Background: an optimization exercise with open tools, aiming at small area, a short achievable clock period and few clock cycles per item. Do not read the settings as production practice. Only simulation tests tie the RTL to the original design; equivalence was not proved. Power and IR drop assume default switching activity.

==> design/flow/design.v <==
module dedup_sort (
    input  wire        clk,
    input  wire        rst,           
    input  wire        in_valid,
    output wire        in_ready,
    input  wire [39:0] in_id,
    input  wire        in_skip,
    input  wire        in_last,
    output wire        out_valid,
    input  wire        out_ready,
    output wire        out_type,      
    output wire [39:0] out_id,
    output wire [4:0]  out_count,
    output wire [3:0]  out_inv,
    output wire        out_skip,
    output wire        out_last
);
    localparam integer N = 16;
    integer i;
    reg [39:0] ids  [0:N-1];
    reg        sk   [0:N-1];    
    reg        fo   [0:N-1];    
    reg        ev   [0:N-1];    
    reg [3:0]  rk   [0:N-1];    
    reg        rdy;
    reg        s1_v;
    reg [39:0] s1_id;
    reg        s1_skip;
    reg        s1_last;
    reg [3:0]  s1_idx;
    reg [4:0]  acnt;        
    reg        lock;        
    reg [4:0]  ucnt;        
    wire fire  = in_valid && rdy;
    wire alast = in_last || (acnt == 5'd15);
    reg        lt   [0:N-1];
    reg        eq   [0:N-1];
    reg        dup;
    reg [4:0]  pos;
    reg        uniq;
    reg        evm  [0:N-1];    
    wire       s2_first = (s1_idx == 4'd0);
    always @(*) begin
        dup = 1'b0;
        pos = 5'd0;
        for (i = 0; i < N; i = i + 1) begin
            evm[i] = ev[i] && !s2_first;
            lt[i] = ids[i] < s1_id;
            eq[i] = ids[i] == s1_id;
            if (evm[i] && fo[i] && eq[i]) dup = 1'b1;
            if (evm[i] && fo[i] && lt[i]) pos = pos + 5'd1;
        end
        uniq = !s1_skip && !dup;
    end
    wire       s2_done  = s1_v && s1_last;         
    wire [4:0] s2_ucnt  = (s2_first ? 5'd0 : ucnt) + {4'd0, uniq};
    always @(posedge clk) begin
        if (s1_v) begin
            for (i = 0; i < N; i = i + 1) begin
                if (i == s1_idx) begin
                    ids[i] <= s1_id;
                    sk[i]  <= s1_skip;
                    fo[i]  <= uniq;
                    ev[i]  <= 1'b1;
                    rk[i]  <= pos[3:0];
                end else begin
                    if (s2_first) ev[i] <= 1'b0;
                    if (uniq && evm[i] && !lt[i]) rk[i] <= rk[i] + 4'd1;
                end
            end
        end
    end
    always @(posedge clk) begin
        s1_id   <= in_id;
        s1_skip <= in_skip;
        s1_last <= alast;
        s1_idx  <= acnt[3:0];
        if (s1_v) ucnt <= s2_ucnt;
    end
    localparam [1:0] O_NONE = 2'd0;
    localparam [1:0] O_UNIQ = 2'd1;
    localparam [1:0] O_INV  = 2'd2;
    reg [1:0]  ost;
    reg [3:0]  rr;          
    reg [4:0]  kf;          
    reg [4:0]  on;          
    reg        bpend;       
    reg [4:0]  bn;          
    reg [4:0]  bu;          
    reg        ov;
    reg        o_type;
    reg [39:0] o_id;
    reg [4:0]  o_count;
    reg [3:0]  o_inv;
    reg        o_skip;
    reg        o_last;
    assign in_ready  = rdy;
    assign out_valid = ov;
    assign out_type  = o_type;
    assign out_id    = o_id;
    assign out_count = o_count;
    assign out_inv   = o_inv;
    assign out_skip  = o_skip;
    assign out_last  = o_last;
    wire can = !ov || out_ready;
    reg [39:0] u_id;
    reg [4:0]  u_cnt;
    always @(*) begin
        u_id  = 40'd0;
        u_cnt = 5'd0;
        for (i = 0; i < N; i = i + 1) begin
            if (ev[i] && rk[i] == rr) begin
                if (fo[i]) u_id = u_id | ids[i];
                if (!sk[i]) u_cnt = u_cnt + 5'd1;
            end
        end
    end
    wire       fetch_u  = can && (ost == O_UNIQ);
    wire       fetch_i  = can && (ost == O_INV);
    wire       u_end    = fetch_u && ({1'b0, rr} == bu - 5'd1);
    wire       i_end    = fetch_i && (kf == on - 5'd1);
    wire       o_free   = (ost == O_NONE) || i_end;
    wire       nb_ok    = bpend || s2_done;
    wire [4:0] nb_n     = bpend ? bn : {1'b0, s1_idx} + 5'd1;
    wire [4:0] nb_u     = bpend ? bu : s2_ucnt;
    wire       start    = o_free && nb_ok;
    reg [1:0]  ost_n;
    reg [4:0]  kf_n;
    reg        lock_n;
    reg [4:0]  acnt_n;
    always @(*) begin
        ost_n  = ost;
        kf_n   = kf;
        lock_n = lock;
        acnt_n = acnt;
        if (fire) begin
            acnt_n = acnt + 5'd1;
            if (alast) lock_n = 1'b1;
        end
        if (fetch_i) kf_n = kf + 5'd1;
        if (u_end) begin
            ost_n  = O_INV;
            kf_n   = 5'd0;
            lock_n = 1'b0;
            acnt_n = 5'd0;
        end else if (start) begin
            if (nb_u != 5'd0) begin
                ost_n = O_UNIQ;
            end else begin
                ost_n  = O_INV;
                kf_n   = 5'd0;
                lock_n = 1'b0;
                acnt_n = 5'd0;
            end
        end else if (i_end) begin
            ost_n = O_NONE;
        end
    end
    always @(posedge clk) begin
        if (rst) begin
            rdy   <= 1'b1;
            s1_v  <= 1'b0;
            acnt  <= 5'd0;
            lock  <= 1'b0;
            ost   <= O_NONE;
            kf    <= 5'd0;
            bpend <= 1'b0;
            ov    <= 1'b0;
        end else begin
            s1_v  <= fire;
            acnt  <= acnt_n;
            lock  <= lock_n;
            ost   <= ost_n;
            kf    <= kf_n;
            rdy   <= !lock_n && (ost_n != O_INV || acnt_n < kf_n);
            if (start)        bpend <= 1'b0;
            else if (s2_done) bpend <= 1'b1;
            if (fetch_u || fetch_i) ov <= 1'b1;
            else if (out_ready)     ov <= 1'b0;
        end
    end
    always @(posedge clk) begin
        if (s2_done) begin
            bn <= {1'b0, s1_idx} + 5'd1;
            bu <= s2_ucnt;
        end
        if (start) begin
            on <= nb_n;
            rr <= 4'd0;
        end else if (fetch_u) begin
            rr <= rr + 4'd1;
        end
        if (fetch_u) begin
            o_type  <= 1'b0;
            o_id    <= u_id;
            o_count <= u_cnt;
            o_last  <= 1'b0;
        end else if (fetch_i) begin
            o_type  <= 1'b1;
            o_inv   <= rk[kf[3:0]];
            o_skip  <= sk[kf[3:0]];
            o_last  <= i_end;
        end
    end
endmodule
==> design/flow/run.sh <==
#!/bin/bash
# synth_recipe.tcl (not shown) runs the flow's synth.tcl, then flattens the netlist and writes it again
# the make line also repeats each setting of config.mk as NAME=value (left out here)
make -C /OpenROAD-flow-scripts/flow DESIGN_CONFIG=/design/flow/config.mk WORK_HOME=/design/flow/orfs CLKGATE_MAP_FILE= SYNTH_SCRIPT=/design/flow/synth_recipe.tcl finish
==> design/flow/config.mk <==
export PLATFORM = sky130hd
export DESIGN_NAME = dedup_sort
export DESIGN_NICKNAME = dedup_sort
export VERILOG_FILES = /design/flow/design.v
export SDC_FILE = /design/flow/constraint.sdc
export NUM_CORES = 4
export LEC_CHECK = 0
export CAP_MARGIN = 20
export CORE_MARGIN = 2
export CORE_UTILIZATION = 40
export SETUP_SLACK_MARGIN = 1.0
export SLEW_MARGIN = 20
==> design/flow/constraint.sdc <==
create_clock -name core_clock -period 30.0 [get_ports {clk}]
set_input_delay 6.0000 -clock core_clock [delete_from_list [all_inputs] [get_ports {clk}]]
set_output_delay 6.0000 -clock core_clock [all_outputs]
set_load 0.01 [all_outputs]
==> results by group <==
Status
  • Status: finished clean

Critical path
  • Type of the worst setup path: register to register
  • Most frequent CP cell: ha_1
  • CP required: about 30 ns
  • Worst R2R Path Depth: 61
  • CP Capture Type: register
  • Arr. time, crit path: 15.49 ns
  • Max stage delay on crit path: between 0.8 and 0.9 ns
  • Crit path max fanout: 17
  • Crit-path slowest cell: mux2i_2
  • Setup crit start kind: register

Layout
  • Area Overhead vs Synth: 12.9%
  • Finished Core Util: between 40% and 50%
  • Layout cells sized above 1: 8.23%
  • Number of nets in the layout: 5202
  • Fill count: 11648

GRT
  • Global route overflow: 0
  • Global-route wire length before repair: 279 mm
  • Vias in the first global route: 37928
  • Largest net degree at the start of global routing: 43
  • Global Route Usage Sum: 29.4%
  • Initial antenna violation count: 4

Routing
  • Via count: 40140
  • Routed Antenna Nets: 0
  • Drt drc: 0
  • Drt via density: approximately 6.4
  • DRT iter0 DRCs: 5949
  • TritonRoute pass-1 iters: 9
  • DRT Wirelength: 199 mm
  • DR WL/cell: 31.8 um

Min path
  • Hold Path Class: register to register
  • Hold path cells: 0

STA
  • Fin. max-slew vios: 0
  • Setup tns final: 0 ns
  • Part of the cycle the worst path needs: 50.3%
  • Crit path time final: roughly 15 ns
  • Worst Max-Slew Pin Slew: 1.36 ns
  • Final setup fails: 0
  • Fmax: between 60 and 70 MHz
  • Final-report hold violation count: 0
  • Skew final: 0.0537 ns
  • Slew HR: 8.96%
  • Unrepaired setup endpoints after global routing: no

Floorplanning
  • Chip height: 365 um
  • I/O pins: 100
  • Core area: 129000 um2
  • Die ar.: 133000 um2
  • Initial Util: 40.2%
  • # rows: 132
  • Die width: 365 um

Synthesis
  • Cell count after synthesis: 4304
  • Yosys warnings: 9
  • Most common cell in the netlist: edfxtp_1
  • Post-synth EDFFs: 821
  • Synth cell types: about 100
  • Flops & latches, synth: 890
  • Main synth FF type: edfxtp_1
  • Synth top cells by count: edfxtp_1 (821), ha_1 (704), nand2_1 (329), a21oi_1 (249), nand4_1 (193)
  • Cell Area, Synth: 52000 um2
  • Register area share after synthesis: 50.1%
  • Post-synth ARST share: 0%
  • Syn Nets: 5054
  • Syn_area_per_cell: roughly 12 um2
  • Synth top area cells: edfxtp_1 (47%), ha_1 (17%), dfxtp_1 (2.7%)
  • Top cell type's share of synthesized area: a little under half
  • Yosys top cell by area: edfxtp_1

Clock network
  • # hold bufs at CTS: 0
  • H-tree level count: 3
  • Sinks on Clock Net: 890
  • CTS tree: built
  • Post-CTS Repair Setup Buffers: 0
  • Root buffer cell: clkbuf_16
  • Clock latency on the worst-skew pair: roughly 0.76 ns
  • CTS buffer count: between 90 and 100
  • Longest Clk Path Bufs: 3
  • Clk slew on worst S/H paths: 0.06 ns
  • Post_cts resized: 0

Power and ir drop
  • P_leak: 22.5 nW
  • Worst VDD drop: between 0.04 and 0.05 mV
  • Tot Pwr: between 3 and 4 mW
  • Pwr dens: 53.2 nW/um2

Place
  • I/O Buffers: 99
  • Gpl congestion: 0.958
  • Final HPWL DP: 137 mm

Job
  • Maxcap violations: 0
## state kept, by name, summed over array words and instances, names as in the netlist, 2 cells and up
name	cells
ids	640
rk	64
o_id	40
s1_id	40
fo	16
sk	16
ev	15
acnt	5
bn	5
bu	5
kf	5
o_count	5
on	5
ucnt	5
o_inv	4
rr	4
s1_idx	4
ost	2
## cells by family after synthesis
| kind of cell | share of synthesized area (%) |
|---|---|
| simple gates | 11.4 |
| compound gates | 14.6 |
| flops | 50.1 |
| fa+ha+maj | 16.9 |
| buf+inv | 2.26 |
| xor+xnor | 3.89 |
| mux | 0.833 |
## worst max-delay path, delay by kind of cell (launching register included)
| family | cells | cell delay (ns) |
|---|---|---|
| flops | 1 | 0.63 |
| buf+inv | 4 | 0.69 |
| fa+ha+maj | 15 | 4.60 |
| mux | 3 | 1.44 |
| compound gates | 23 | 4.97 |
| simple gates | 16 | 2.42 |
## power breakdown
group / internal (mW) / switching, mW / leakage (nW) / total (mW)
Clock: 0.740 / 0.538 / 1.67 / 1.28
Sequential: 1.39 / 0.0288 / 8.00 / 1.41
Combinational: 0.153 / 0.277 / 12.8 / 0.431
## through the flow
step / instance area [um2] / hold WS, ns / worst slack [ns] / std cells
after floorplan: 52000 / 0.358 / 17.55 / 4304
after global placement: 55300 / 0.386 / 15.40 / 6094
after detailed placement: 55300 / 0.387 / 15.14 / 6094
after CTS: 58700 / 0.396 / 15.08 / 6273
after global routing: 58700 / 0.399 / 14.20 / 6273
final: 58700 / 0.390 / 14.92 / 6274
## layer usage
metal	GRT usage (%)	up-vias	routed length (um)	share of wire (%)
li1	-	17419	-	-
met1	39.3	19730	80200	40
met2	45.7	2450	88000	44
met3	5.65	537	19800	9.9
met4	14.5	4	11400	5.7
met5	0	-	25	0.013
## path summary, 6_finish.rpt
check | from | end | slack, ns
setup / recovery | s1_id[1]$_DFF_P_ | rk[6][1]$_DFFE_PP_ | 14.92
hold / removal | acnt[3]$_SDFF_PP0_ | s1_idx[3]$_DFF_P_ | 0.39
setup reg to reg | s1_id[1]$_DFF_P_ | rk[6][1]$_DFFE_PP_ | 14.92
hold reg to reg | acnt[3]$_SDFF_PP0_ | s1_idx[3]$_DFF_P_ | 0.39
## area by class of cell
| class | instances | area (um2) | share of cell area (%) |
|---|---|---|---|
| diodes | 1 | 2.50 | 0.00426 |
| clock buffers | 125 | 2760 | 4.70 |
| clock inverters | 54 | 641 | 1.09 |
| inverters | 158 | 598 | 1.02 |
| multi-input cells | 3132 | 24900 | 42.5 |
| flip-flops and latches | 890 | 26000 | 44.4 |
| well taps | 1742 | 2180 | 3.71 |
| repair buffers | 172 | 1540 | 2.62 |
## layout by cell type (no fill, tap or decap), types with 16 or more instances in the layout
master | Yosys | routed
clkdlybuf4s50_1 | 0 | 99
o21ai_0 | 173 | 172
a222oi_1 | 89 | 89
xor2_1 | 70 | 70
mux2_2 | 16 | 16
inv_2 | 1 | 16
a211oi_1 | 42 | 42
a221oi_1 | 99 | 99
nand3_1 | 130 | 130
edfxtp_1 | 821 | 821
clkbuf_8 | 0 | 16
inv_1 | 155 | 140
a22o_1 | 67 | 67
nor4_1 | 25 | 23
xnor2_1 | 88 | 88
a211oi_2 | 28 | 28
nor3_1 | 61 | 60
mux2i_1 | 23 | 22
and4_1 | 30 | 30
a21oi_1 | 249 | 249
a21o_1 | 85 | 84
clkinv_2 | 0 | 19
and2_1 | 32 | 28
ha_1 | 704 | 704
o21a_1 | 31 | 31
nand4_1 | 193 | 193
clkbuf_16 | 0 | 100
and3_1 | 25 | 22
buf_4 | 4 | 73
a31oi_1 | 17 | 16
dfxtp_1 | 69 | 69
nand2b_1 | 40 | 40
nor2b_1 | 52 | 51
nor2_1 | 141 | 131
o211ai_1 | 21 | 21
a22oi_1 | 53 | 53
nand2_1 | 329 | 329
Testbench counts, summed over its fixed seeds: cycles 11,197, items 6,688.

[afterwards: timing with drivers on the ports]
In the flow no input, the clock included, has a driving cell. The finished layout below was timed again as built, in two steps.
Step 1: set_driving_cell puts a clkbuf_16 on clk and a buf_2 on each other input, an assumption about the parent block.
Step 2 moves the port delays by t, midway between the first and last clock arrival at a register: inputs arrive t later, outputs are due t later. That takes back most of the time a late clock gives input paths.
a / b / c = no drivers / after step 1 / after step 2; a / b = the first two.
shift t [ns]: 0.810
setup slack, ns: 14.918 / 14.918 / 14.918
hold slack, ns: 0.390 / 0.390 / 0.390
latest minus earliest clock arrival (ns): 0.054 / 0.055
pins driven straight from the clock port: 1
After both steps setup and hold are still met in this run. For this run, drivers alone change the setup slack by 0.000 ns; drivers and shift together by 0.000 ns.
